From an optimization exercise on the open Yosys and OpenROAD flow, aimed at small area and a short achievable clock period; shortcuts taken in it are not production practice.
At most, simulation tests tie the RTL to the original design; equivalence was not proved.
Function not checked in runs 4 to 6: the RTL went through the layout flow alone.

===== flow/flow/run.sh =====
#!/bin/bash
set -e
export BUFFER_PORTS_ARGS="-buffer_cell sky130_fd_sc_hd__buf_2"
export SETUP_SLACK_MARGIN=14.7
bash standard.sh > standard.log 2>&1

===== flow/standard.sh =====
#!/bin/bash
# synth_recipe.tcl (not shown) runs the flow's synth.tcl, then flattens the netlist and writes it again
# the make line also repeats each setting of config.mk as NAME=value (left out here)
make -C /OpenROAD-flow-scripts/flow DESIGN_CONFIG=/design/flow/config.mk WORK_HOME=/design/flow/orfs CLKGATE_MAP_FILE= SYNTH_SCRIPT=/design/flow/synth_recipe.tcl "${@:-finish}"

===== flow/config.mk =====
export PLATFORM = sky130hd
export DESIGN_NAME = dc_blocker
export DESIGN_NICKNAME = dc_blocker
export VERILOG_FILES = /design/flow/design.v
export SDC_FILE = /design/flow/constraint.sdc
export NUM_CORES = 4
export LEC_CHECK = 0
export CAP_MARGIN = 20
export CORE_MARGIN = 2
export CORE_UTILIZATION = 70
export CTS_CLUSTER_DIAMETER = 60
export CTS_CLUSTER_SIZE = 20
export SLEW_MARGIN = 20

===== flow/constraint.sdc =====
create_clock -name core_clock -period 20.0 [get_ports {clk}]
set_input_delay 4.0000 -clock core_clock [delete_from_list [all_inputs] [get_ports {clk}]]
set_output_delay 4.0000 -clock core_clock [all_outputs]
set_load 0.01 [all_outputs]

===== flow/design.v =====
module dc_blocker (
    input  wire               clk,
    input  wire               rst,        
    input  wire               in_valid,
    input  wire signed [39:0] x,
    input  wire               track,
    input  wire               load,
    input  wire        [2:0]  corner,
    output reg                out_valid,
    output reg  signed [39:0] y,
    output wire signed [71:0] base
);
    reg        busy;
    reg  [7:0] ph;           
    reg  [39:0] x_r;
    reg        load_r;       
    reg        neg4;         
    reg        b_zero, s_zero;
    reg        wsh;          
    reg  [2:0] wcount;
    wire last = ph[7];
    wire acc  = in_valid & ~rst & (~busy | last);
    wire spec = ~busy | last;                  
    reg  [77:0] bph;
    reg  [51:0] sph;
    reg  [39:0] win0, win1, win2, win3, win4, win5, win6;
    assign base = bph[77:6];
    reg  [7:0] r_sa, r_sb, r_neg;
    reg  [3:0] r_p8;
    wire [8:0] sel_in;       
    assign sel_in[7] = load;
    assign sel_in[8] = ~load & (~track | (corner == 3'd7));
    genvar gc;
    generate
        for (gc = 0; gc < 7; gc = gc + 1) begin : g_sel
            assign sel_in[gc] = ~load & track & (corner == gc);
        end
    endgenerate
    wire [9:0] c_nz, c_two, c_neg;
    assign c_nz[0]  = sel_in[0] | sel_in[2] | sel_in[3] | sel_in[4] | sel_in[6];
    assign c_two[0] = sel_in[0] | sel_in[2];
    assign c_neg[0] = sel_in[0] | sel_in[2] | sel_in[5] | sel_in[7] | sel_in[8];
    assign c_nz[1]  = sel_in[0] | sel_in[1] | sel_in[3] | sel_in[4] | sel_in[5] | sel_in[6];
    assign c_two[1] = sel_in[0] | sel_in[4] | sel_in[5];
    assign c_neg[1] = sel_in[0] | sel_in[1] | sel_in[3] | sel_in[4] | sel_in[6];
    assign c_nz[2]  = sel_in[1] | sel_in[2] | sel_in[3];
    assign c_two[2] = sel_in[3];
    assign c_neg[2] = sel_in[1];
    assign c_nz[3]  = sel_in[2] | sel_in[3] | sel_in[4];
    assign c_two[3] = sel_in[3];
    assign c_neg[3] = sel_in[2] | sel_in[3];
    assign c_nz[4]  = sel_in[0] | sel_in[2] | sel_in[4] | sel_in[5];
    assign c_two[4] = sel_in[0] | sel_in[2] | sel_in[5];
    assign c_neg[4] = sel_in[0] | sel_in[2] | sel_in[4];
    assign c_nz[5]  = sel_in[0] | sel_in[1] | sel_in[3] | sel_in[4] | sel_in[5] | sel_in[6];
    assign c_two[5] = sel_in[0] | sel_in[4] | sel_in[5];
    assign c_neg[5] = sel_in[0] | sel_in[1] | sel_in[3] | sel_in[4];
    assign c_nz[6]  = sel_in[0] | sel_in[1] | sel_in[2] | sel_in[3] | sel_in[6];
    assign c_two[6] = sel_in[0] | sel_in[3];
    assign c_neg[6] = sel_in[1] | sel_in[2] | sel_in[3];
    assign c_nz[7]  = sel_in[1] | sel_in[2] | sel_in[4] | sel_in[5] | sel_in[6];
    assign c_two[7] = sel_in[2] | sel_in[6];
    assign c_neg[7] = sel_in[4];
    assign c_nz[8]  = sel_in[3] | sel_in[4] | sel_in[7];
    assign c_two[8] = sel_in[4];
    assign c_neg[8] = 1'b0;
    assign c_nz[9]  = sel_in[5] | sel_in[6];
    assign c_two[9] = sel_in[6];
    assign c_neg[9] = 1'b0;
    wire [3:0] c_p8 = {sel_in[6], sel_in[5], sel_in[4], sel_in[3] | sel_in[7]};
    wire [3:0] xs = load_r ? ph[5:2] : ph[4:1];
    wire [12:0] xf7 = ({13{xs[0]}} & {x_r[6:0], 6'd0}) |
                      ({13{xs[1]}} & x_r[19:7]) |
                      ({13{xs[2]}} & x_r[32:20]) |
                      ({13{xs[3]}} & {{6{x_r[39]}}, x_r[39:33]});
    wire [3:0] ws = xs & {4{wcount == 3'd7}};
    wire [12:0] w6f = ({13{ws[0]}} & {win6[6:0], 6'd0}) |
                      ({13{ws[1]}} & win6[19:7]) |
                      ({13{ws[2]}} & win6[32:20]) |
                      ({13{ws[3]}} & {{6{win6[39]}}, win6[39:33]});
    wire [12:0] s_rd = s_zero ? 13'd0 : sph[12:0];
    reg  [12:0] b_dr;
    always @* begin
        if (~busy)
            b_dr = bph[18:6];
        else if (ph[0] | ph[7])
            b_dr = bph[31:19];
        else if (ph[1])
            b_dr = bph[44:32];
        else if (ph[2])
            b_dr = bph[57:45];
        else if (ph[3])
            b_dr = bph[70:58];
        else
            b_dr = {{6{bph[77]}}, bph[77:71]};
        if (b_zero && !last) b_dr = 13'd0;
    end
    wire [12:0] b_rd = b_zero ? 13'd0 :
                       ph[7] ? bph[77:65] :
                       ph[2] ? bph[12:0] : bph[25:13];
    reg  [12:0] h0, h1, h2;           
    reg         dcy;
    reg  [13:0] dsum;
    always @* begin
        dsum = 14'd0;
        if (spec)
            dsum = {1'b0, ~b_dr} + 14'd1;
        else if (~load_r) begin
            if (~ph[5] & ~ph[6])
                dsum = {1'b0, xf7} + {1'b0, ~b_dr} + {13'd0, dcy};
            else
                dsum = {1'b0, {13{h0[12]}}};
        end else begin
            if (|ph[5:2])
                dsum = {1'b0, xf7} + {1'b0, s_rd} + {13'd0, dcy};
            else if (ph[6])
                dsum = {1'b0, {13{h0[12]}}};
        end
    end
    always @(posedge clk) begin
        h0  <= dsum[12:0];
        dcy <= (load_r & (ph[0] | ph[1])) ? 1'b0 : dsum[13];
        h1  <= (spec | (load_r & ph[0])) ? 13'd0 : h0;
        h2  <= spec ? 13'd0 : h1;
    end
    wire [38:0] hist = {h0, h1, h2};
    wire [12:0] rr [0:8];
    genvar gi;
    generate
        for (gi = 0; gi < 8; gi = gi + 1) begin : g_row
            wire [12:0] one = hist[26 - 2*gi + 12 : 26 - 2*gi];
            wire [12:0] two = hist[25 - 2*gi + 12 : 25 - 2*gi];
            assign rr[gi] = (({13{r_sa[gi]}} & one) | ({13{r_sb[gi]}} & two)) ^ {13{r_neg[gi]}};
        end
    endgenerate
    assign rr[8] = ({13{r_p8[0]}} & hist[22:10]) | ({13{r_p8[1]}} & hist[21:9]) |
                   ({13{r_p8[2]}} & hist[20:8])  | ({13{r_p8[3]}} & hist[19:7]);
    wire [12:0] brow = (ph[0] | ph[1]) ? 13'd0 :
                       ph[2] ? {b_rd[12:6] & {7{~load_r}}, 1'b1, 5'd0} :
                       load_r ? 13'd0 : b_rd;
    function [33:0] csa;              
        input [16:0] a, b, c;
        reg   [16:0] m;
        begin
            m   = (a & b) | (a & c) | (b & c);
            csa = {m[15:0], 1'b0, a ^ b ^ c};
        end
    endfunction
    wire [16:0] e0 = {4'd0, rr[0]}, e1 = {4'd0, rr[1]}, e2 = {4'd0, rr[2]},
                e3 = {4'd0, rr[3]}, e4 = {4'd0, rr[4]}, e5 = {4'd0, rr[5]},
                e6 = {4'd0, rr[6]}, e7 = {4'd0, rr[7]}, e8 = {4'd0, rr[8]},
                eb = {4'd0, brow};
    wire [33:0] l1a = csa(e0, e1, e2);
    wire [33:0] l1b = csa(e3, e4, e5);
    wire [33:0] l1c = csa(e6, e7, e8);
    wire [33:0] l2a = csa(l1a[16:0], l1a[33:17], l1b[16:0]);
    wire [33:0] l2b = csa(l1b[33:17], l1c[16:0], l1c[33:17]);
    wire [33:0] l3  = csa(l2a[16:0], l2a[33:17], l2b[16:0]);
    wire [33:0] l4  = csa(l3[16:0], l3[33:17], l2b[33:17]);
    wire [33:0] l5  = csa(l4[16:0], l4[33:17], eb);
    reg  [16:0] sv, cv;
    always @(posedge clk) begin
        sv  <= l5[16:0];
        cv  <= l5[33:17];
    end
    wire        b0  = b_zero ? 1'b0 : bph[6];
    reg  [3:0]  cr;
    wire [3:0]  cin = ph[1] ? ((neg4 ? 4'd4 : 4'd1) - {3'd0, b0}) : cr;
    wire [12:0] a7m  = (load_r ? hist[22:10] : b_rd) - {9'd0, k7};
    wire [25:0] rsum = {ph[7] ? a7m : 13'd0, 13'd0} + {9'd0, sv} + {9'd0, cv} + {22'd0, cin};
    wire [12:0] dig  = rsum[12:0];
    wire [3:0]  crn  = rsum[16:13];
    wire [12:0] dig7 = rsum[25:13];
    reg         t_z, t_o;
    wire        tie = b0 ? (t_o & (&dig[5:0])) : (t_z & ~(|dig[5:0]));
    wire [12:0] bnew = ph[3] ? {dig[12:7], tie ? b0 : dig[6], dig[5:0]} : dig;
    wire [8:0]  r7 = {(|r_p8) & h0[12], ((r_sa | r_sb) & {8{h0[12]}}) ^ r_neg};
    wire [3:0]  k7n = load_r ? 4'd1 :
                      r7[0] + r7[1] + r7[2] + r7[3] + r7[4] + r7[5] + r7[6] +
                      r7[7] + r7[8];
    reg  [3:0]  k7;
    always @(posedge clk)
        k7 <= k7n;
    always @(posedge clk) begin
        cr <= crn;
        if (ph[1]) begin
            t_z <= ~(|dig);
            t_o <= &dig;
        end else if (ph[2]) begin
            t_z <= t_z & ~(|dig);
            t_o <= t_o & (&dig);
        end
    end
    wire [12:0] a_d = load_r ? hist[22:10] : b_rd;
    reg         sticky;
    wire        up = a_d[11] & (sticky | (|a_d[10:0]) | a_d[12]);
    wire [12:0] xf1 = ({13{ph[4]}} & {x_r[0], 12'd0}) |
                      ({13{ph[5]}} & x_r[13:1]) |
                      ({13{ph[6]}} & x_r[26:14]) |
                      ({13{ph[7]}} & x_r[39:27]);
    reg         ybor;
    wire [13:0] ysub = {x_r[39] & ph[7], xf1} -
                       {a_d[12] & ph[7], ph[4] ? {a_d[12], 12'd0} : a_d} -
                       (ph[4] ? {1'b0, up, 12'd0} : {13'd0, ybor});
    wire        y40 = ysub[13];
    wire        ovf = y40 ^ ysub[12];
    always @(posedge clk) begin
        if (ph[2])
            sticky <= |a_d[12:6];
        else if (ph[3])
            sticky <= sticky | (|a_d);
        ybor <= ysub[13];
        if (last & ovf)
            y <= y40 ? 40'h8000000000 : 40'h7fffffffff;
        else
            y <= {ysub[12:0], y[39:13]};
    end
    wire        sa_act = |xs;
    reg  [1:0]  scy;
    wire [14:0] ssum = s_rd + xf7 + {2'b00, ~w6f} + (xs[0] ? 2'd1 : scy);
    always @(posedge clk) begin
        scy <= ssum[14:13];
        if (sa_act)
            sph <= {ssum[12:0], sph[51:13]};
    end
    always @(posedge clk) begin
        if (spec) begin
            x_r    <= x;
            load_r <= load;
            neg4   <= |sel_in[4:0];
            r_sa   <= c_nz[7:0] & ~c_two[7:0];
            r_sb   <= c_nz[7:0] & c_two[7:0];
            r_neg  <= c_neg[7:0];
            r_p8   <= c_p8;
        end
        wsh <= ph[6];
        if (|ph[7:3])
            bph[64:0] <= {bnew, bph[64:13]};
        if (wsh)
            bph[77:65] <= dig7;
        if (wsh) begin
            win0 <= x_r; win1 <= win0; win2 <= win1; win3 <= win2;
            win4 <= win3; win5 <= win4; win6 <= win5;
        end
        if (rst) begin
            busy      <= 1'b0;
            ph        <= 8'd0;
            out_valid <= 1'b0;
            b_zero    <= 1'b1;
            s_zero    <= 1'b1;
            wcount    <= 3'd0;
        end else begin
            out_valid <= last;
            ph <= {ph[6:0], acc};
            if (acc)
                busy <= 1'b1;
            else if (last)
                busy <= 1'b0;
            if (last) begin
                b_zero <= 1'b0;
                if (wcount != 3'd7) wcount <= wcount + 3'd1;
            end
            if (xs[3])
                s_zero <= 1'b0;
        end
    end
endmodule

==> notes.md, run 1 <==
status no timing/DRC/antenna violations; final instance area 33100 um^2; fillers 2839; final design utilization 75.4%; DIE AREA 45900 um^2; Placed Instance Area 31600 um^2; clock latency (worst-skew pair) 0.59 ns; critical path peak fanout 3; nets 2798; depth of the worst register-to-register path 19; cell count after synthesis 2456; synth warn 1; Final Hold Fails 0; Seq/Total Area, Yosys 55.1%; RSZ-0062 raised after global routing no; largest net degree at the start of global routing 207; Synth Flop Type edfxtp_1; sum of negative setup slack 0 ns; Remaining DRCs 0; Worst path depth 1; share of layout cells above drive strength 1 12.4%; hold crit path type flop to flop; relative slew slack 25.1%; max incr delay on CP 0.51 ns; clk buf depth 3; row count 77; top cell type's share of synthesized area 46.7%; Area contributors post-synth edfxtp_1 47%, fa_1 8.7%, dfxtp_1 8.4%; Synth top cells by count 481 x edfxtp_1, 224 x inv_1, 144 x nand2_1; gr ovfl total 0; cell taking the most area after synthesis edfxtp_1; WP data arrival 1.29 ns; EDFF count, synth 481; async set-reset flop share out of synthesis 0%; Die H 214 um; CTS Buf Count 42; hold depth 0; fmax 0.189 GHz; syn nets 2755; Fin Clk Skew 0.0247 ns; Tmin final 5.29 ns; routed length per instance 24.9 um; Setup violations, final 0; top-level port count 161; CTS tree built; CP max stage cell edfxtp_1; Slew Limit Fails 0; crit-path leading delay family flip-flops; starting density of the core 70.4%; WP buf/inv 1; hpwl dp 54900 um; Root Buffer clkbuf_16; global-route wire length before repair 118000 um; initial drt markers 2581; CP Data Required Time 16.00 ns; number of synthesized register bits 611; via count 19954; CP Cell Sequence buf_2; DR pass1 iterations 9; Crit. End Element output pin; drt total wl 77700 um; fin crit share 26.4%; H-tree levels 2; Mapped Avg Cell Area 12.6 um^2; vias per cell 6.38; hold slack final 0.413 ns; # port buffers 160; maxcap violations 0; CORE AREA 43900 um^2; clk slew on worst S/H paths 0.08 ns; synth unique cells 87; Setup CP Type flop to output pin; Worst-Margin Slew 1.12 ns; Final GP Congestion 0.965; post-route ant nets 0; critical path launch point type flop; number of global-route vias before repair 19867; chip width 214 um; Layout area overhead 7.04%; count leader, synth edfxtp_1; clk sinks 611; total track usage 34.1%; initial antenna violation count 1; Syn Std Cell Area 30900 um^2; pre-CTS setup slack 14.60 ns; setup slack after layout 14.71 ns
## metrics by stage
| step | std cells |
|---|---|
| detailed placement | 3029 |
| global route | 3126 |
| floorplan | 2456 |
| global placement | 3028 |
| CTS | 3112 |
| finish | 3126 |
## layout by cell type, fill, tap and decap left out, types with 43 or more instances in the layout
cell / count
inv_1: 223
dfxtp_1: 128
a21oi_1: 62
xor2_1: 67
a21o_1: 57
xnor2_1: 118
a22oi_1: 122
clkbuf_16: 43
edfxtp_1: 481
nand2_1: 144
nor2_1: 89
ha_1: 116
fa_1: 135
o21ai_0: 58
buf_2: 160
## flip-flops by register name, indices dropped and copies added, names as in the netlist, 8 cells and up
signal and flops:
win4 40, win1 40, h0 13, win2 40, sph 52, bph 78
h1 13, cv 15, x_r 40, y 40, win3 40, win6 40
sv 16, win0 40, ph 8, win5 40
## kinds of logic (layout without fill, tap and decap cells)
logic type	Yosys count	in the layout	synth area share (%)
DFF	611	611	55.1
AOI/OAI and AO/OA	477	477	11.1
and+or+nand+nor	472	472	7.70
buffers and inverters	421	498	6.18
adders and majority gates	251	251	13.4
xor gates and xnor gates	185	185	5.24
muxes	39	39	1.32
other	0	1	0
## per-layer routing
metal / wire (um) / global-route usage, % / part of all wire (%)
met5: 0 / 0 / 0
met3: 6470 / 5.33 / 8.3
met4: 4950 / 18.8 / 6.4
met2: 38300 / 57.4 / 49
met1: 28000 / 42.9 / 36
## path summary, 6_finish.rpt
check        slack, ns        to     start
max              14.71  base[63]   bph[69]
min               0.41  win4[19]  win3[19]
max reg2reg      14.81   sph[50]    load_r
min reg2reg       0.41  win4[19]  win3[19]
## cell type report
type	instances	area (um^2)	share of cell area (%)
well taps	592	741	2.24
clock inverters	17	184	0.555
repair buffers	194	1100	3.34
multi-input cells	1424	12000	36.4
flip-flops and latches	611	17100	51.5
diodes	1	2.50	0.00755
clock buffers	61	1140	3.45
inverters	226	855	2.58
## what timing repair did
item,CTS,global route
endpoints found under the hold margin,0,0
buffers inserted,5,12
setup endpoints to repair,48,55
resized for setup,9,14
pin swaps,0,3
hold buffers,0,0
==> run 2, diff against run 1 <==
--- a/flow/config.mk
+++ b/flow/config.mk
@@ -8,5 +8,6 @@
 export CAP_MARGIN = 20
 export CORE_MARGIN = 2
-export CORE_UTILIZATION = 70
+export CORE_UTILIZATION = 65
+export CTS_BUF_LIST = sky130_fd_sc_hd__clkbuf_8 sky130_fd_sc_hd__clkbuf_16
 export CTS_CLUSTER_DIAMETER = 60
 export CTS_CLUSTER_SIZE = 20
==> run 2 against run 1 <==
Against the previous run: synthesized cell count stayed put; critical path depth unchanged; area after synthesis did not move; critical path type unchanged; critical endpoint is now base[62].
==> notes.md, run 2 <==
DIE AREA 49400 um^2 (+7.5%); gr ovfl total 0 (unchanged); Mapped Avg Cell Area 12.6 um^2 (unchanged); fillers 3212 (+13%); Root Buffer clkbuf_16; vias per cell 6.22 (-2.5%); Die H 222 um (+3.7%); reg2reg start load_r; clk slew on worst S/H paths 0.08 ns (about the same); Reg area 17100 um^2 (about the same); top cell type's share of synthesized area 46.7% (unchanged); Slew Limit Fails 0 (unchanged); CTS Buf Count 43 (+2.4%); CTS tree built; share of layout cells above drive strength 1 13.1% (+0.69 points); CORE AREA 46800 um^2 (+6.4%); hold slack final 0.414 ns (+0.00109 ns); number of global-route vias before repair 19464 (-2.0%); fin crit share 26.4% (-0.027 points); Fin Clk Skew 0.0222 ns (-0.00246 ns); cell taking the most area after synthesis edfxtp_1; Synth Flop Type edfxtp_1; status no timing/DRC/antenna violations; RSZ-0062 raised after global routing yes; Tmin final 5.28 ns (-0.00550 ns); Remaining DRCs 0 (unchanged); count leader, synth edfxtp_1; wire length on met2 38500 um (+0.58%); CP Launch Point bph[68]; crit-path leading delay family flip-flops; depth of the worst register-to-register path 19 (unchanged); starting density of the core 66.2% (-4.3 points); max incr delay on CP 0.49 ns (-0.02 ns); via count 19608 (-1.7%); max FFs per register 78 (unchanged); row count 79 (+2.6%); nets 2815 (+0.61%); CP Data Required Time 16.00 ns (about the same); EDFF count, synth 481 (unchanged); clk sinks 611 (unchanged); commonest non-fill, non-tap cells in the layout 481 x edfxtp_1, 231 x inv_1, 160 x buf_2, 144 x nand2_1, 135 x fa_1; Worst path depth 1 (unchanged); Crit. End Element output pin; WP data arrival 1.28 ns (about the same); most common cell after layout, fill and taps aside edfxtp_1; uppermost routed layer met4; relative slew slack 25.1% (about the same); post-route ant nets 0 (unchanged); Setup violations, final 0 (unchanged); number of synthesized register bits 611 (unchanged); Seq/Total Area, Yosys 55.1% (unchanged); final design utilization 71.2% (-4.2 points); global-route wire length before repair 116000 um (-1.6%); largest net degree at the start of global routing 87 (-58%); DR WL met3 5330 um (-18%); largest registers bph x78, sph x52; HP Start win0[5]; syn nets 2755 (unchanged); Final GP Congestion 0.958 (-0.69%); critical path peak fanout 3 (unchanged); initial antenna violation count 0 (-1); hpwl dp 55100 um (+0.41%); number of diodes 0 (-1); WP buf/inv 1 (unchanged); area of the multi-input gates 12000 um^2 (-0.20%); CP Capture Point base[62]; critical path launch point type flop; H-tree levels 2 (unchanged); hold depth 0 (unchanged); Reg2Reg Setup Slack 14.94 ns (+0.13 ns); synth warn 1 (unchanged); fmax 0.189 GHz (+0.10%); maxcap violations 0 (unchanged); Largest Register bph; Worst-Margin Slew 1.10 ns (-0.0284 ns); Area contributors post-synth edfxtp_1 47%, fa_1 8.7%, dfxtp_1 8.4%; Setup CP Type flop to output pin; chip width 222 um (+3.7%); drt total wl 76300 um (-1.9%); Final Hold Fails 0 (unchanged); clk buf depth 3 (unchanged); cell count after synthesis 2456 (unchanged); Layout area overhead 7.54%; sum of negative setup slack 0 ns (unchanged); DR pass1 iterations 7 (-2); # port buffers 160 (unchanged); hold crit path type flop to flop; total track usage 31.4% (-2.7 points); R2R Path End sph[50]; CP Cell Sequence buf_2; synth unique cells 87 (unchanged); clock latency (worst-skew pair) 0.61 ns (+0.02 ns); met1 wire length 28800 um (+2.9%); top-level port count 161 (unchanged); Synth top cells by count 481 x edfxtp_1, 224 x inv_1, 144 x nand2_1; Syn Std Cell Area 30900 um^2 (unchanged); async set-reset flop share out of synthesis 0% (unchanged); CP max stage cell edfxtp_1; initial drt markers 2094 (-19%); routed length per instance 24.2 um (-2.7%)
run 2: cell types whose count changed in the layout (fill, tap and decap cells not counted), sizes merged:
cell,delta
buf,+15
bufinv,+2
clkbuf,-17
clkinvlp,+3
diode,-1
inv,+8
run 2: worst reg2reg max path: cells and delay by family (launching register included):
family	cells	cell delay, ns
buffers and inverters	3	0.36
adder cells (fa/ha/maj)	4	1.63
flip-flops	1	0.37
XOR/XNOR	1	0.12
multiplexers	1	0.49
AO/OA/AOI/OAI	6	1.05
AND/OR/NAND/NOR	4	0.79
run 2: routing by layer:
layer	up-vias	track usage [%]
li1	8789	-
met3	224	4.39
met2	894	54.1
met4	0	13.0
met5	-	0
met1	9701	40.3
run 2: cells by family after synthesis:
kind of cell               count (synthesis)  synth area share, %
DFF                                      611                 55.1
adders and majority gates                251                 13.4
and+or+nand+nor                          472                 7.70
muxes                                     39                 1.32
AOI/OAI and AO/OA                        477                 11.1
xor gates and xnor gates                 185                 5.24
buffers and inverters                    421                 6.18
run 2: metrics by stage:
stage	worst slack, ns	std cells	area, um^2
after CTS	14.70	3131	33100
after global placement	14.74	3046	31600
after floorplan	14.77	2456	30900
after detailed placement	14.61	3046	31600
after global routing	14.59	3151	33300
final	14.72	3151	33300
run 2: how the worst min path moves through the flow:
stage | end
final | win1[5]
after global routing | win1[5]
after CTS | win1[5]
after detailed placement | sph[11]
after global placement | win1[20]
after floorplan | wsh
run 2: timing repair:
action / CTS / global route
hold buffers: 0 / 0
setup endpoints to repair: 52 / 58
pin swaps: 0 / 2
gates resized for setup: 2 / 17
setup buffers: 12 / 20
hold endpoints to repair: 0 / 0
run 2: layout make-up:
class / count / area share, %
Clock buffer: 43 / 3.23
Clock inverter: 30 / 0.966
Inverter: 226 / 2.58
Multi-Input combinational cell: 1424 / 36.1
Sequential cell: 611 / 51.2
Tap cell: 607 / 2.28
Timing Repair Buffer: 210 / 3.58
==> run 3, diff against run 2 <==
==> flow/flow/run.sh (replaced) <==
#!/bin/bash
set -e
export BUFFER_PORTS_ARGS="-buffer_cell sky130_fd_sc_hd__buf_1"
export SETUP_SLACK_MARGIN=14.7
bash standard.sh > standard.log 2>&1
--- a/flow/config.mk
+++ b/flow/config.mk
@@ -9,6 +9,3 @@
 export CORE_MARGIN = 2
 export CORE_UTILIZATION = 65
-export CTS_BUF_LIST = sky130_fd_sc_hd__clkbuf_8 sky130_fd_sc_hd__clkbuf_16
-export CTS_CLUSTER_DIAMETER = 60
-export CTS_CLUSTER_SIZE = 20
 export SLEW_MARGIN = 20
==> run 3 against run 2 <==
Against the previous run: still clean; register-to-register slack worse by 0.02 ns; non-clock buffer count unchanged; flip-flop and latch count unchanged; first-iteration DRC count up 12%; fmax down 1.2%; sequential share of layout area down 0.79 points; critical path type unchanged; largest cell class unchanged.
==> notes.md, run 3 <==
area of the multi-input gates 12000 um^2 (about the same); most common cell after layout, fill and taps aside edfxtp_1; starting density of the core 66.2% (unchanged); cts hold-fix bufs 0 (unchanged); Layout area overhead 9.24%; hold crit path type flop to flop; H-tree levels 2 (unchanged); Tmin final 5.35 ns (+0.0661 ns); Final Non-Filler Cells 3193 (+1.3%); async set-reset flop share out of synthesis 0% (unchanged); Final GP Congestion 0.957 (-0.11%); initial antenna violation count 1 (+1); top cell type's share of synthesized area 46.7% (unchanged); final instance area 33800 um^2 (+1.6%); nets 2832 (+0.60%); row count 79 (unchanged); Worst-Margin Slew 1.06 ns (-0.0320 ns); global-route wire length before repair 120000 um (+3.4%); max FFs per register 78 (unchanged); # port buffers 160 (unchanged); WP buf/inv 1 (unchanged); syn nets 2755 (unchanged); Slew Limit Fails 0 (unchanged); Synth top cells by count 481 x edfxtp_1, 224 x inv_1, 144 x nand2_1; total track usage 32.2% (+0.77 points); crit-path leading delay family flip-flops; largest net degree at the start of global routing 88 (+1.1%); Setup violations, final 0 (unchanged); Reg area 17100 um^2 (about the same); Root Buffer clkbuf_16; CTS tree built; clock latency (worst-skew pair) 0.65 ns (+0.04 ns); fillers 3088 (-3.9%); fmax 0.187 GHz (-1.2%); Synth Flop Type edfxtp_1; hpwl dp 55000 um (-0.14%); clk slew on worst S/H paths 0.06 ns (-0.02 ns); Remaining DRCs 0 (unchanged); synth unique cells 87 (unchanged); largest registers bph x78, sph x52; number of global-route vias before repair 20108 (+3.3%); Placed Instance Area 31400 um^2 (-0.63%); Largest Register bph; chip width 222 um (unchanged); drt total wl 78600 um (+3.0%); sum of negative setup slack 0 ns (unchanged); post-route ant nets 0 (unchanged); critical path launch point type flop; synth warn 1 (unchanged); top-level port count 161 (unchanged); Die H 222 um (unchanged); DIE AREA 49400 um^2 (unchanged); fin crit share 26.7% (+0.33 points); CP Cell Sequence buf_1; Fin Clk Skew 0.0406 ns (+0.0184 ns); gr ovfl total 0 (unchanged); Placed Cells 3046 (unchanged); cell taking the most area after synthesis edfxtp_1; WP data arrival 1.35 ns (+0.07 ns); max incr delay on CP 0.52 ns (+0.03 ns); Syn Std Cell Area 30900 um^2 (unchanged); commonest non-fill, non-tap cells in the layout 481 x edfxtp_1, 223 x inv_1, 159 x buf_1, 144 x nand2_1, 135 x fa_1; clk buf depth 3 (unchanged); number of synthesized register bits 611 (unchanged); via count 19871 (+1.3%); RSZ-0062 raised after global routing yes; Area contributors post-synth edfxtp_1 47%, fa_1 8.7%, dfxtp_1 8.4%; routed length per instance 24.6 um (+1.7%); CP max stage cell edfxtp_1; critical path peak fanout 4 (+1); DR pass1 iterations 8 (+1); clk sinks 611 (unchanged); Mapped Avg Cell Area 12.6 um^2 (unchanged); Crit. End Element output pin; vias per cell 6.22 (about the same); initial drt markers 2339 (+12%); EDFF count, synth 481 (unchanged); Final Hold Fails 0 (unchanged); CTS Buf Count 60 (+40%); Reg2Reg Setup Slack 14.92 ns (-0.02 ns); CP Data Required Time 16.00 ns (about the same); CORE AREA 46800 um^2 (unchanged); status no timing/DRC/antenna violations; Seq/Total Area, Yosys 55.1% (unchanged); Setup CP Type flop to output pin; share of layout cells above drive strength 1 8.01% (-5.1 points); cell count after synthesis 2456 (unchanged); count leader, synth edfxtp_1; relative slew slack 29.1% (+4.0 points); maxcap violations 0 (unchanged)
[run 3: cell counts after synthesis]
No cell type changed its count.
[run 3: final timing paths]
path,from,end,depth (start not counted)
hold / removal,win1[17],win2[17],0
setup / recovery,bph[77],base[71],1
setup reg to reg,load_r,sph[50],19
hold reg to reg,win1[17],win2[17],0
[run 3: timing repair]
action / 4_1_cts / 5_1_grt
resized for setup: 8 / 11
endpoints found under the setup margin: 67 / 51
pin swaps: 0 / 2
buffers inserted: 21 / 11
[run 3: cell families after synthesis]
kind of cell | count (synthesis) | synth area share [%]
compound gates | 477 | 11.1
buf+inv | 421 | 6.18
flops | 611 | 55.1
simple gates | 472 | 7.70
mux | 39 | 1.32
fa+ha+maj | 251 | 13.4
xor+xnor | 185 | 5.24
[run 3: metal layers]
layer / global-route usage, % / wire [um] / up-vias
met3: 4.58 / 5740 / 205
met5: 0 / 0 / -
met1: 40.7 / 29400 / 9852
li1: - / - / 8839
met4: 13.9 / 3610 / 0
met2: 55.8 / 39900 / 975
[run 3: per-stage QoR]
stage          worst slack, ns  hold slack, ns  util, %
6_report                 14.65           0.387     72.3
4_1_cts                  14.64           0.381     72.0
3_5_place_dp             14.33           0.405     67.1
5_1_grt                  14.64           0.382     72.3
3_3_place_gp             14.49           0.400     67.1
2_1_floorplan            14.77           0.326        -
[run 3: final cells by class]
cell class	count	share of cell area, %
Multi-Input combinational cell	1424	35.6
Antenna cell	1	0.00740
Sequential cell	611	50.5
Inverter	226	2.52
Clock inverter	39	1.30
Tap cell	607	2.25
Timing Repair Buffer	210	2.99
Clock buffer	75	4.93
==> run 4, diff against run 3 <==
--- a/flow/design.v
+++ b/flow/design.v
@@ -26,6 +26,7 @@
     reg  [39:0] win0, win1, win2, win3, win4, win5, win6;
     assign base = bph[77:6];
-    reg  [7:0] r_sa, r_sb, r_neg;
-    reg  [3:0] r_p8;
+    wire [7:0] r_sa, r_sb, r_neg;
+    wire [3:0] r_p8;
+    reg  [8:0] sel;          
     wire [8:0] sel_in;       
     assign sel_in[7] = load;
@@ -38,35 +39,39 @@
     endgenerate
     wire [9:0] c_nz, c_two, c_neg;
-    assign c_nz[0]  = sel_in[0] | sel_in[2] | sel_in[3] | sel_in[4] | sel_in[6];
-    assign c_two[0] = sel_in[0] | sel_in[2];
-    assign c_neg[0] = sel_in[0] | sel_in[2] | sel_in[5] | sel_in[7] | sel_in[8];
-    assign c_nz[1]  = sel_in[0] | sel_in[1] | sel_in[3] | sel_in[4] | sel_in[5] | sel_in[6];
-    assign c_two[1] = sel_in[0] | sel_in[4] | sel_in[5];
-    assign c_neg[1] = sel_in[0] | sel_in[1] | sel_in[3] | sel_in[4] | sel_in[6];
-    assign c_nz[2]  = sel_in[1] | sel_in[2] | sel_in[3];
-    assign c_two[2] = sel_in[3];
-    assign c_neg[2] = sel_in[1];
-    assign c_nz[3]  = sel_in[2] | sel_in[3] | sel_in[4];
-    assign c_two[3] = sel_in[3];
-    assign c_neg[3] = sel_in[2] | sel_in[3];
-    assign c_nz[4]  = sel_in[0] | sel_in[2] | sel_in[4] | sel_in[5];
-    assign c_two[4] = sel_in[0] | sel_in[2] | sel_in[5];
-    assign c_neg[4] = sel_in[0] | sel_in[2] | sel_in[4];
-    assign c_nz[5]  = sel_in[0] | sel_in[1] | sel_in[3] | sel_in[4] | sel_in[5] | sel_in[6];
-    assign c_two[5] = sel_in[0] | sel_in[4] | sel_in[5];
-    assign c_neg[5] = sel_in[0] | sel_in[1] | sel_in[3] | sel_in[4];
-    assign c_nz[6]  = sel_in[0] | sel_in[1] | sel_in[2] | sel_in[3] | sel_in[6];
-    assign c_two[6] = sel_in[0] | sel_in[3];
-    assign c_neg[6] = sel_in[1] | sel_in[2] | sel_in[3];
-    assign c_nz[7]  = sel_in[1] | sel_in[2] | sel_in[4] | sel_in[5] | sel_in[6];
-    assign c_two[7] = sel_in[2] | sel_in[6];
-    assign c_neg[7] = sel_in[4];
-    assign c_nz[8]  = sel_in[3] | sel_in[4] | sel_in[7];
-    assign c_two[8] = sel_in[4];
+    assign c_nz[0]  = sel[0] | sel[2] | sel[3] | sel[4] | sel[6];
+    assign c_two[0] = sel[0] | sel[2];
+    assign c_neg[0] = sel[0] | sel[2] | sel[5] | sel[7] | sel[8];
+    assign c_nz[1]  = sel[0] | sel[1] | sel[3] | sel[4] | sel[5] | sel[6];
+    assign c_two[1] = sel[0] | sel[4] | sel[5];
+    assign c_neg[1] = sel[0] | sel[1] | sel[3] | sel[4] | sel[6];
+    assign c_nz[2]  = sel[1] | sel[2] | sel[3];
+    assign c_two[2] = sel[3];
+    assign c_neg[2] = sel[1];
+    assign c_nz[3]  = sel[2] | sel[3] | sel[4];
+    assign c_two[3] = sel[3];
+    assign c_neg[3] = sel[2] | sel[3];
+    assign c_nz[4]  = sel[0] | sel[2] | sel[4] | sel[5];
+    assign c_two[4] = sel[0] | sel[2] | sel[5];
+    assign c_neg[4] = sel[0] | sel[2] | sel[4];
+    assign c_nz[5]  = sel[0] | sel[1] | sel[3] | sel[4] | sel[5] | sel[6];
+    assign c_two[5] = sel[0] | sel[4] | sel[5];
+    assign c_neg[5] = sel[0] | sel[1] | sel[3] | sel[4];
+    assign c_nz[6]  = sel[0] | sel[1] | sel[2] | sel[3] | sel[6];
+    assign c_two[6] = sel[0] | sel[3];
+    assign c_neg[6] = sel[1] | sel[2] | sel[3];
+    assign c_nz[7]  = sel[1] | sel[2] | sel[4] | sel[5] | sel[6];
+    assign c_two[7] = sel[2] | sel[6];
+    assign c_neg[7] = sel[4];
+    assign c_nz[8]  = sel[3] | sel[4] | sel[7];
+    assign c_two[8] = sel[4];
     assign c_neg[8] = 1'b0;
-    assign c_nz[9]  = sel_in[5] | sel_in[6];
-    assign c_two[9] = sel_in[6];
+    assign c_nz[9]  = sel[5] | sel[6];
+    assign c_two[9] = sel[6];
     assign c_neg[9] = 1'b0;
-    wire [3:0] c_p8 = {sel_in[6], sel_in[5], sel_in[4], sel_in[3] | sel_in[7]};
+    wire [3:0] c_p8 = {sel[6], sel[5], sel[4], sel[3] | sel[7]};
+    assign r_sa  = c_nz[7:0] & ~c_two[7:0];
+    assign r_sb  = c_nz[7:0] & c_two[7:0];
+    assign r_neg = c_neg[7:0];
+    assign r_p8  = c_p8;
     wire [3:0] xs = load_r ? ph[5:2] : ph[4:1];
     wire [12:0] xf7 = ({13{xs[0]}} & {x_r[6:0], 6'd0}) |
@@ -229,8 +234,5 @@
             load_r <= load;
             neg4   <= |sel_in[4:0];
-            r_sa   <= c_nz[7:0] & ~c_two[7:0];
-            r_sb   <= c_nz[7:0] & c_two[7:0];
-            r_neg  <= c_neg[7:0];
-            r_p8   <= c_p8;
+            sel    <= sel_in;
         end
         wsh <= ph[6];
==> flow/flow/run.sh (replaced) <==
#!/bin/bash
set -e
export BUFFER_PORTS_ARGS="-buffer_cell sky130_fd_sc_hd__buf_2"
export SETUP_SLACK_MARGIN=14.7
bash standard.sh > standard.log 2>&1
==> run 4 against run 3 <==
Against the previous run: wire length is 4.8% higher; via count up 6.3%; critical path depth is the same.
==> notes.md, run 4 <==
status no timing/DRC/antenna violations; H-tree levels 2 (unchanged); Remaining DRCs 0 (unchanged); CTS tree built; WP buf/inv 1 (unchanged); gr ovfl total 0 (unchanged); Final GP Congestion 0.960 (+0.31%); crit-path leading delay family flip-flops; Placed Cells 3185 (+4.6%); hpwl dp 55800 um (+1.5%); number of synthesized register bits 594 (-2.8%); post-route ant nets 0 (unchanged); synth warn 1 (unchanged); CP max stage cell edfxtp_1; syn nets 2912 (+5.7%); CORE AREA 46800 um^2 (unchanged); starting density of the core 66.2% (about the same); sum of negative setup slack 0 ns (unchanged); Setup violations, final 0 (unchanged); Synth Flop Type edfxtp_1; Mapped Avg Cell Area 11.8 um^2 (-6.0%); Slew Limit Fails 0 (unchanged); clk sinks 594 (-2.8%); cts hold-fix bufs 0 (unchanged); critical path peak fanout 3 (-1); critical path launch point type flop; largest net degree at the start of global routing 210 (+140%); CP Data Required Time 16.00 ns (about the same); cell taking the most area after synthesis edfxtp_1; fin crit share 26.5% (-0.26 points); max FFs per register 78 (unchanged); count leader, synth edfxtp_1; Area contributors post-synth edfxtp_1 45%, fa_1 8.7%, dfxtp_1 8.4%; hold crit path type flop to flop; clk slew on worst S/H paths 0.07 ns (about the same); Fin Clk Skew 0.0331 ns (-0.00746 ns); WP data arrival 1.30 ns (-0.05 ns); maxcap violations 0 (unchanged); Tmin final 5.30 ns (-0.0517 ns); CP Cell Sequence buf_2; initial antenna violation count 3 (+2); DIE AREA 49400 um^2 (about the same); Seq/Total Area, Yosys 53.4% (-1.6 points); Crit. End Element output pin; # port buffers 160 (unchanged); largest registers bph x78, sph x52; clock latency (worst-skew pair) 0.64 ns (about the same); Reg2Reg Setup Slack 14.80 ns (-0.12 ns); CTS Buf Count 58 (-3.3%); Final Hold Fails 0 (unchanged); top-level port count 161 (unchanged); row count 79 (unchanged); total track usage 33.1% (+0.93 points); synth unique cells 77 (-11%); DR pass1 iterations 9 (+1); fmax 0.189 GHz (+0.97%); nets 2979 (+5.2%); vias per cell 6.33 (+1.7%); drt total wl 82300 um (+4.8%); Largest Register bph; most common cell after layout, fill and taps aside edfxtp_1; share of layout cells above drive strength 1 15.0% (+7.0 points); number of global-route vias before repair 20803 (+3.5%); top cell type's share of synthesized area 45.0% (-1.6 points); routed length per instance 24.7 um (+0.24%); Root Buffer clkbuf_16; global-route wire length before repair 124000 um (+3.1%); relative slew slack 29.2% (+0.11 points); Final Non-Filler Cells 3337 (+4.5%); RSZ-0062 raised after global routing yes; cell count after synthesis 2613 (+6.4%); async set-reset flop share out of synthesis 0% (unchanged); Setup CP Type flop to output pin; Synth top cells by count 464 x edfxtp_1, 248 x inv_1, 177 x nand2_1; Layout area overhead 10.4%; Syn Std Cell Area 30900 um^2 (about the same); max incr delay on CP 0.47 ns (-0.05 ns); initial drt markers 2405 (+2.8%); Worst-Margin Slew 1.06 ns (-0.00387 ns); chip width 222 um (about the same); EDFF count, synth 464 (-3.5%); clk buf depth 3 (unchanged); Die H 222 um (about the same); via count 21114 (+6.3%); commonest non-fill, non-tap cells in the layout 464 x edfxtp_1, 247 x inv_1, 177 x nand2_1, 160 x buf_2, 135 x fa_1
[run 4: cell types whose count changed in the layout (fill, tap and decap cells not counted), sizes merged, moves of 17 or more]
cell	previous run	this run
a21o	57	19
o21ai	66	123
a211oi	13	44
xnor2	118	82
nor2b	32	60
xor2	67	48
a21boi	3	21
a22oi	122	49
a21oi	63	112
nand2	144	178
edfxtp	481	464
inv	230	253
[run 4: timing repair]
action	CTS	global route
endpoints found under the setup margin	90	77
buffers inserted	17	20
pin swaps	5	5
gates resized for setup	24	19
gates cloned	3	1
[run 4: kinds of logic (layout without fill, tap and decap cells)]
logic type	after synthesis	after routing	share of synthesized area, %
simple gates	574	575	9.26
fa+ha+maj	251	251	13.4
xor+xnor	130	130	3.68
flops	594	594	53.4
compound gates	549	551	12.0
mux	46	46	1.59
other cells	0	2	0
buf+inv	469	581	6.58
[run 4: layout make-up]
class,instances,area [um^2]
diodes,2,5.00
clock buffers,62,1480
clock inverters,46,529
fillers,3104,12600
inverters,248,931
multi-input cells,1553,12500
flip-flops and latches,594,16500
well taps,607,759
repair buffers,225,1380
[run 4: per-stage QoR]
stage | hold slack (ns) | util, % | setup WS, ns | cell area, um^2
floorplan | 0.329 | - | 14.82 | 30900
CTS | 0.414 | 72.5 | 14.70 | 33900
detailed placement | 0.405 | 67.7 | 13.91 | 31600
global placement | 0.400 | 67.6 | 13.96 | 31600
global route | 0.417 | 73.1 | 14.69 | 34200
finish | 0.413 | 73.1 | 14.70 | 34200
[run 4: worst paths after layout]
check / from / end / depth (start not counted)
setup / recovery: bph[27] / base[21] / 1
hold / removal: sph[45] / sph[32] / 0
setup reg to reg: sel[7] / sph[50] / 15
hold reg to reg: sph[45] / sph[32] / 0
[run 4: per-layer routing]
metal  routed length, um  up-vias  track usage, %  part of all wire [%]
met2               41800     1097            57.7                    51
met4                4520        0            16.3                   5.5
met5                   0        -               0                     0
met3                6310      263            4.63                   7.7
li1                    -     9370               -                     -
met1               29700    10384            40.7                    36
==> run 5, diff against run 4 <==
--- a/flow/config.mk
+++ b/flow/config.mk
@@ -9,3 +9,5 @@
 export CORE_MARGIN = 2
 export CORE_UTILIZATION = 65
+export CTS_CLUSTER_DIAMETER = 75
+export CTS_CLUSTER_SIZE = 28
 export SLEW_MARGIN = 20
==> run 5 against run 4 <==
Against the previous run: critical path type unchanged; still clean; synthesized cell count did not move; die area is the same; wire length shrank 6.6%; clock-buffer cell count down 19; sequential share of layout area is 1.4 points higher; worst hold slack got worse by 0.00070 ns.
==> notes.md, run 5 <==
Seq/Total Area, Yosys 53.4% (unchanged); GR Util met3 4.14% (-0.49 points); Remaining DRCs 0 (unchanged); cts hold-fix bufs 0 (unchanged); top-level port count 161 (unchanged); nets 2955 (-0.81%); Crit. End Element output pin; Setup CP Type flop to output pin; hpwl dp 55800 um (unchanged); Area contributors post-synth edfxtp_1 45%, fa_1 8.7%, dfxtp_1 8.4%; DR pass1 iterations 8 (-1); syn nets 2912 (unchanged); fin crit share 26.5% (+0.041 points); routed length per instance 23.4 um (-5.2%); critical path peak fanout 3 (unchanged); Mapped Avg Cell Area 11.8 um^2 (unchanged); synth unique cells 77 (unchanged); CTS Buf Count 31 (-47%); Final GP Congestion 0.960 (unchanged); global routing's busiest layer met2; maxcap violations 0 (unchanged); CP Data Required Time 16.00 ns (about the same); Synth Flop Type edfxtp_1; WP buf/inv 1 (unchanged); hold slack final 0.413 ns (-0.000700 ns); H-tree levels 1 (-1); Final Hold Fails 0 (unchanged); max incr delay on CP 0.49 ns (+0.02 ns); EDFF count, synth 464 (unchanged); WP data arrival 1.31 ns (about the same); Tmin final 5.31 ns (+0.00830 ns); Worst-Margin Slew 1.05 ns (-0.00565 ns); largest registers bph x78, sph x52; crit-path leading delay family flip-flops; global-route wire length before repair 116000 um (-6.2%); DIE AREA 49400 um^2 (unchanged); via count 20377 (-3.5%); Final Non-Filler Cells 3288 (-1.5%); clk sinks 594 (unchanged); relative slew slack 29.7% (+0.52 points); Die H 222 um (unchanged); async set-reset flop share out of synthesis 0% (unchanged); Reg2Reg Setup Slack 14.88 ns (+0.08 ns); Root Buffer clkbuf_16; chip width 222 um (unchanged); vias per cell 6.20 (-2.1%); count leader, synth edfxtp_1; RSZ-0062 raised after global routing yes; row count 79 (unchanged); number of global-route vias before repair 19930 (-4.2%); CORE AREA 46800 um^2 (unchanged); drt total wl 76900 um (-6.6%); CTS tree built; hold crit path type flop to flop; fmax 0.188 GHz (-0.16%); clk buf depth 3 (unchanged); CP max stage cell edfxtp_1; cell taking the most area after synthesis edfxtp_1; number of synthesized register bits 594 (unchanged); fillers 3299 (+6.3%); cell count after synthesis 2613 (unchanged); Placed Cells 3185 (unchanged); setup slack after layout 14.69 ns (-0.00830 ns); total track usage 30.8% (-2.3 points); # port buffers 160 (unchanged); Setup violations, final 0 (unchanged); status no timing/DRC/antenna violations; number of diodes 0 (-2); initial antenna violation count 0 (-3); most common cell after layout, fill and taps aside edfxtp_1; clk slew on worst S/H paths 0.11 ns (+0.04 ns); Syn Std Cell Area 30900 um^2 (unchanged); clock latency (worst-skew pair) 0.63 ns (about the same); Slew Limit Fails 0 (unchanged); GR Layer Usage met1 38.3% (-2.4 points); share of layout cells above drive strength 1 13.4% (-1.6 points); max FFs per register 78 (unchanged); synth warn 1 (unchanged); Largest Register bph; top cell type's share of synthesized area 45.0% (unchanged); post-route ant nets 0 (unchanged); largest net degree at the start of global routing 210 (unchanged); sum of negative setup slack 0 ns (unchanged); Fin Clk Skew 0.0315 ns (-0.00158 ns); met2 GRT Util 53.3% (-4.3 points); gr ovfl total 0 (unchanged); Synth top cells by count 464 x edfxtp_1, 248 x inv_1, 177 x nand2_1; Layout area overhead 7.39%; CP Cell Sequence buf_2; critical path launch point type flop; initial drt markers 2045 (-15%); starting density of the core 66.2% (unchanged); commonest non-fill, non-tap cells in the layout 464 x edfxtp_1, 247 x inv_1, 177 x nand2_1, 160 x buf_2, 135 x fa_1; pre-CTS setup slack 13.91 ns (unchanged)
[run 5: cell counts after synthesis]
No cell type changed its count.
[run 5: path summary, 6_finish.rpt]
| path | start | endpoint | cells past startpoint |
|---|---|---|---|
| setup / recovery | bph[27] | base[21] | 1 |
| hold / removal | sph[40] | sph[27] | 0 |
| setup reg to reg | sel[3] | k7[2] | 16 |
| hold reg to reg | sph[40] | sph[27] | 0 |
[run 5: metal layers]
metal | share of wire, % | wire [um]
met1 | 38 | 28900
met2 | 50 | 38500
met3 | 6.6 | 5100
met4 | 5.7 | 4380
met5 | 0 | 0
[run 5: cell type report]
cell class	instances	area [um^2]	area share, %
Sequential cell	594	16500	49.8
Timing Repair Buffer	228	1410	4.23
Clock buffer	43	841	2.53
Multi-Input combinational cell	1553	12500	37.7
Tap cell	607	759	2.29
Clock inverter	15	229	0.689
Inverter	248	931	2.80
[run 5: repair_timing]
action | in CTS | in global routing
pin swaps | 4 | 6
endpoints found under the setup margin | 97 | 71
hold endpoints to repair | 0 | 0
cloned | 3 | 1
resized for setup | 21 | 17
buffers inserted | 22 | 18
[run 5: per-stage QoR]
step,util (%),area (um^2)
6_report,71.1,33200
5_1_grt,71.1,33200
2_1_floorplan,-,30900
3_3_place_gp,67.6,31600
3_5_place_dp,67.7,31600
4_1_cts,70.6,33000
[run 5: kinds of logic (layout without fill, tap and decap cells)]
kind of cell               count (synthesis)  after routing  share of synthesized area [%]
adders and majority gates                251            251                           13.4
buffers and inverters                    469            534                           6.58
AOI/OAI and AO/OA                        549            551                           12.0
DFF                                      594            594                           53.4
and+or+nand+nor                          574            575                           9.26
muxes                                     46             46                           1.59
xor gates and xnor gates                 130            130                           3.68
==> run 6, diff against run 5 <==
==> flow/design.v (replaced) <==
module dc_blocker (
    input  wire               clk,
    input  wire               rst,        
    input  wire               in_valid,
    input  wire signed [39:0] x,
    input  wire               track,
    input  wire               load,
    input  wire        [2:0]  corner,
    output reg                out_valid,
    output reg  signed [39:0] y,
    output wire signed [71:0] base
);
    reg [19:0] alpha;
    always @* begin
        case (corner)
            3'd0:    alpha = 20'd5622;      
            3'd1:    alpha = 20'd11244;     
            3'd2:    alpha = 20'd28110;     
            3'd3:    alpha = 20'd56221;     
            3'd4:    alpha = 20'd112441;    
            3'd5:    alpha = 20'd281096;    
            3'd6:    alpha = 20'd562173;    
            default: alpha = 20'd0;         
        endcase
    end
    reg  signed [71:0] b;
    reg  signed [39:0] win [0:6];           
    reg  signed [42:0] wsum;
    integer k;
    always @* begin
        wsum = {{3{x[39]}}, x};
        for (k = 0; k < 7; k = k + 1)
            wsum = wsum + {{3{win[k][39]}}, win[k]};
    end
    wire signed [71:0] b_load = {wsum, 29'd0};
    wire signed [71:0] b_use  = load ? b_load : b;
    wire signed [39:0] bq   = b_use[71:32];
    wire        [31:0] br   = b_use[31:0];
    wire               bup  = (br > 32'h80000000) || (br == 32'h80000000 && bq[0]);
    wire signed [41:0] bred = {{2{bq[39]}}, bq} + (bup ? 42'sd1 : 42'sd0);
    wire signed [41:0] ydif = {{2{x[39]}}, x} - bred;
    localparam signed [41:0] YMAX = 42'sd549755813887;
    localparam signed [41:0] YMIN = -42'sd549755813888;
    wire signed [39:0] ysat = (ydif > YMAX) ? YMAX[39:0] :
                              (ydif < YMIN) ? YMIN[39:0] : ydif[39:0];
    wire signed [72:0] d     = {x[39], x, 32'd0} - {b[71], b};
    wire signed [20:0] a_s   = {1'b0, alpha};
    wire signed [93:0] prod  = d * a_s;
    wire signed [61:0] pq    = prod[93:32];
    wire        [31:0] pr    = prod[31:0];
    wire               pup   = (pr > 32'h80000000) || (pr == 32'h80000000 && pq[0]);
    wire signed [62:0] pred  = {pq[61], pq} + (pup ? 63'sd1 : 63'sd0);
    wire signed [73:0] bnew  = {{2{b[71]}}, b} + {{11{pred[62]}}, pred};
    localparam signed [73:0] BMAX = {3'b000, {71{1'b1}}};
    localparam signed [73:0] BMIN = {3'b111, {71{1'b0}}};
    wire signed [71:0] bsat  = (bnew > BMAX) ? BMAX[71:0] :
                               (bnew < BMIN) ? BMIN[71:0] : bnew[71:0];
    assign base = b;
    always @(posedge clk) begin
        if (rst) begin
            b <= 72'sd0;
            for (k = 0; k < 7; k = k + 1)
                win[k] <= 40'sd0;
            out_valid <= 1'b0;
            y <= 40'sd0;
        end else begin
            out_valid <= in_valid;
            if (in_valid) begin
                win[0] <= x;
                for (k = 1; k < 7; k = k + 1)
                    win[k] <= win[k-1];
                y <= ysat;
                if (load)
                    b <= b_load;
                else if (track)
                    b <= bsat;
            end
        end
    end
endmodule
==> flow/run.sh (new file) <==
#!/bin/bash
# synth_recipe.tcl (not shown) runs the flow's synth.tcl, then flattens the netlist and writes it again
# the make line also repeats each setting of config.mk as NAME=value (left out here)
make -C /OpenROAD-flow-scripts/flow DESIGN_CONFIG=/design/flow/config.mk WORK_HOME=/design/flow/orfs CLKGATE_MAP_FILE= SYNTH_SCRIPT=/design/flow/synth_recipe.tcl finish
--- a/flow/config.mk
+++ b/flow/config.mk
@@ -8,6 +8,4 @@
 export CAP_MARGIN = 20
 export CORE_MARGIN = 2
-export CORE_UTILIZATION = 65
-export CTS_CLUSTER_DIAMETER = 75
-export CTS_CLUSTER_SIZE = 28
+export CORE_UTILIZATION = 40
 export SLEW_MARGIN = 20
removed: flow/flow/run.sh
removed: flow/standard.sh
==> run 6 against run 5 <==
Against the previous run: final cell count rose to 3.5 times the previous value; core utilization down 28 points; via count grew to 3.1 times the previous value; global-route usage down 2.1 points; still clean; worst hold slack improved by 0.080 ns; largest cell class is now multi-input gates; die area rose to 4.0 times the previous value.
==> notes.md, run 6 <==
clk slew on worst S/H paths 0.08 ns (-0.03 ns); uppermost routed layer met5; crit-path leading delay family compound AO/OA/AOI/OAI gates; final instance area 84800 um^2 (+160%); Setup Fix Bufs, Post-CTS 0 (-100%); Seq/Total Area, Yosys 10.1% (-43 points); Reg2Reg Setup Slack 3.39 ns (-11.49 ns); Crit path top cell by count fa_1; reg2reg start b[0]; clk sinks 393 (-34%); top cell type's share of synthesized area 39.5% (-5.5 points); critical path peak fanout 47 (+44); met1 wire length 113000 um (+290%); post-route ant nets 0 (unchanged); CP Data Required Time 20.51 ns (+4.51 ns); Mapped Avg Cell Area 8.65 um^2 (-27%); status no timing/DRC/antenna violations; setup slack after layout 1.82 ns (-12.87 ns); WP buf/inv 7 (+6); CTS resizes 0 (-100%); CP Launch Point x[1]; drt total wl 283000 um (+270%); DIE AREA 199000 um^2 (+300%); # port buffers 160 (unchanged); via count 63622 (+210%); largest net degree at the start of global routing 136 (-35%); Final Non-Filler Cells 11652 (+250%); EDFF count, synth 0 (-100%); row count 162 (+110%); vias per cell 5.46 (-12%); Syn Std Cell Area 78100 um^2 (+150%); final design utilization 43.6% (-28 points); Synth top cells by count 1882 x inv_1, 1543 x fa_1, 1076 x nor2_1; hold crit path type flop to flop; Largest Register win; CP max stage cell a2111oi_1; H-tree levels 2 (+1); CTS tree built; top-level port count 161 (unchanged); async set-reset flop share out of synthesis 0% (unchanged); CP Capture Point b[45]; sum of negative setup slack 0 ns (unchanged); total track usage 28.7% (-2.1 points); Synth Flop Type dfxtp_1; Final GP Congestion 1.02 (+6.1%); R2R Path End b[45]; pre-CTS setup slack 1.11 ns (-12.80 ns); Placed Cells 11571 (+260%); Layout area overhead 8.50%; max FFs per register 280 (+260%); number of synthesized register bits 393 (-34%); starting density of the core 40.1% (-26 points); clk buf depth 3 (unchanged); synth warn 2 (+1); nets 11191 (+280%); critical path launch point type input pin; depth of the worst register-to-register path 48 (+32); share of layout cells above drive strength 1 4.04% (-9.4 points); cell count after synthesis 9029 (+250%); initial drt markers 5000 (+140%); DR pass1 iterations 8 (unchanged); maxcap violations 0 (unchanged); cts hold-fix bufs 0 (unchanged); initial antenna violation count 5 (+5); largest registers win x280, b x72, y x40; hpwl dp 241000 um (+330%); commonest non-fill, non-tap cells in the layout 1882 x inv_1, 1543 x fa_1, 1071 x nor2_1, 870 x nand2_1, 527 x ha_1; cell taking the most area after synthesis fa_1; Placed Instance Area 83300 um^2 (+160%); gr ovfl total 0 (unchanged); fmax 0.0550 GHz (-71%); relative slew slack 19.3% (-10 points); number of global-route vias before repair 66981 (+240%); RSZ-0062 raised after global routing no; Worst-Margin Slew 1.20 ns (+0.149 ns); DR WL met3 22400 um (+340%); Final Hold Fails 0 (unchanged); Remaining DRCs 0 (unchanged); global-route wire length before repair 428000 um (+270%); Root Buffer clkbuf_16; most common cell after layout, fill and taps aside inv_1; Die H 446 um (+100%); chip width 446 um (+100%); clock latency (worst-skew pair) 0.62 ns (about the same); Slew Limit Fails 0 (unchanged); Fin Clk Skew 0.0312 ns (-0.000329 ns); count leader, synth inv_1; max incr delay on CP 0.79 ns (+0.30 ns); WP data arrival 18.69 ns (+17.38 ns); CTS Buf Count 42 (+35%); fin crit share 90.9% (+64 points); Crit. End Element flop; Worst path depth 50 (+49); Setup CP Type input pin to flop; routed length per instance 24.3 um (+3.9%); wire length on met2 132000 um (+240%); Setup violations, final 0 (unchanged); CORE AREA 195000 um^2 (+320%); synth unique cells 89 (+16%); syn nets 11147 (+280%); Tmin final 18.18 ns (+12.87 ns); Area contributors post-synth fa_1 40%, dfxtp_1 10%, inv_1 9.0%
[run 6: changes by cell type after synthesis, moves of 142 or more]
cell      before   now
a21o_1        19   168
inv_1        248  1882
dfxtp_1      130   393
o21ai_0      123   265
clkbuf_1     128   306
nand2_1      177   875
fa_1         135  1543
mux2i_1       24   295
a21oi_1      112   395
nor2_1        98  1076
edfxtp_1     464     0
ha_1         116   527
[run 6: cell families after synthesis]
logic type,Yosys count,share of synthesized area [%]
compound gates,1269,10.4
xor+xnor,344,3.89
fa+ha+maj,2070,48.0
mux,298,3.82
buf+inv,2238,10.8
simple gates,2417,13.1
flops,393,10.1
[run 6: final cells by class]
cell class,instances,area (um^2)
fillers,19400,110000
multi-input cells,6398,62000
flip-flops and latches,393,7870
inverters,1884,7070
well taps,2542,3180
repair buffers,354,3150
clock buffers,59,1180
clock inverters,18,256
diodes,4,10.0
[run 6: how the worst min path moves through the flow]
| stage | startpoint | endpoint | cells past startpoint |
|---|---|---|---|
| 6_report | win[6][16] | win[6][16] | 2 |
| 5_1_grt | win[6][23] | win[6][23] | 2 |
| 4_1_cts | win[6][17] | win[6][17] | 2 |
| 3_5_place_dp | win[6][17] | win[6][17] | 2 |
| 3_3_place_gp | win[6][23] | win[6][23] | 2 |
| 2_1_floorplan | win[6][10] | win[6][10] | 2 |
[run 6: per-stage QoR]
step                hold WS [ns]
floorplan                  0.460
global placement           0.472
detailed placement         0.484
CTS                        0.499
global route               0.512
finish                     0.492
[run 6: routing by layer]
metal / GRT usage, % / up-vias
met4: 12.7 / 4
met3: 5.31 / 611
met1: 36.8 / 32193
met5: 0 / -
met2: 47.3 / 2621
li1: - / 28193
[run 6: worst register-to-register path, delay by kind of cell (launching register included)]
family / cells / cell delay [ns]
buffers and inverters: 10 / 1.68
XOR/XNOR: 2 / 1.66
AND/OR/NAND/NOR: 9 / 2.82
AO/OA/AOI/OAI: 17 / 5.05
adder cells (fa/ha/maj): 10 / 5.02
flip-flops: 1 / 0.30

[what the ideal ports hide]
Ports are ideal in the flow. The routed layouts listed here were re-timed in OpenROAD.
Step 1 sets driving cells, clkbuf_16 on the clock port and buf_2 on the other inputs (assumed; they add their load-dependent delay and slew).
Step 2, shift: input delay + t, output delay - t, t = (earliest + latest rising clock arrival at the registers) / 2. This alone moves slack from input paths to output paths.
a / b / c = ideal ports / drivers / drivers and shift; a / b = the first two.
| run | shift t [ns] | slack for setup (ns) | hold WS [ns] |
|---|---|---|---|
| run 1 | 0.645 | 14.711 / 14.649 / 14.692 | 0.413 / 0.413 / 0.413 |
| run 2 | 0.661 | 14.717 / 14.651 / 14.675 | 0.414 / 0.414 / 0.414 |
| run 3 | 0.690 | 14.651 / 14.589 / 14.529 | 0.387 / 0.387 / 0.387 |
| run 4 | 0.686 | 14.702 / 14.644 / 14.801 | 0.413 / 0.413 / 0.413 |
| run 5 | 0.678 | 14.694 / 14.631 / 14.836 | 0.413 / 0.413 / 0.413 |
| run 6 | 0.677 | 1.820 / 1.872 / 1.194 | 0.492 / 0.492 / 0.492 |
After both steps every run listed still meets setup and hold. The setup slack of run 6, which loses most, moves by +0.052 ns with the drivers and by -0.626 ns with both steps.
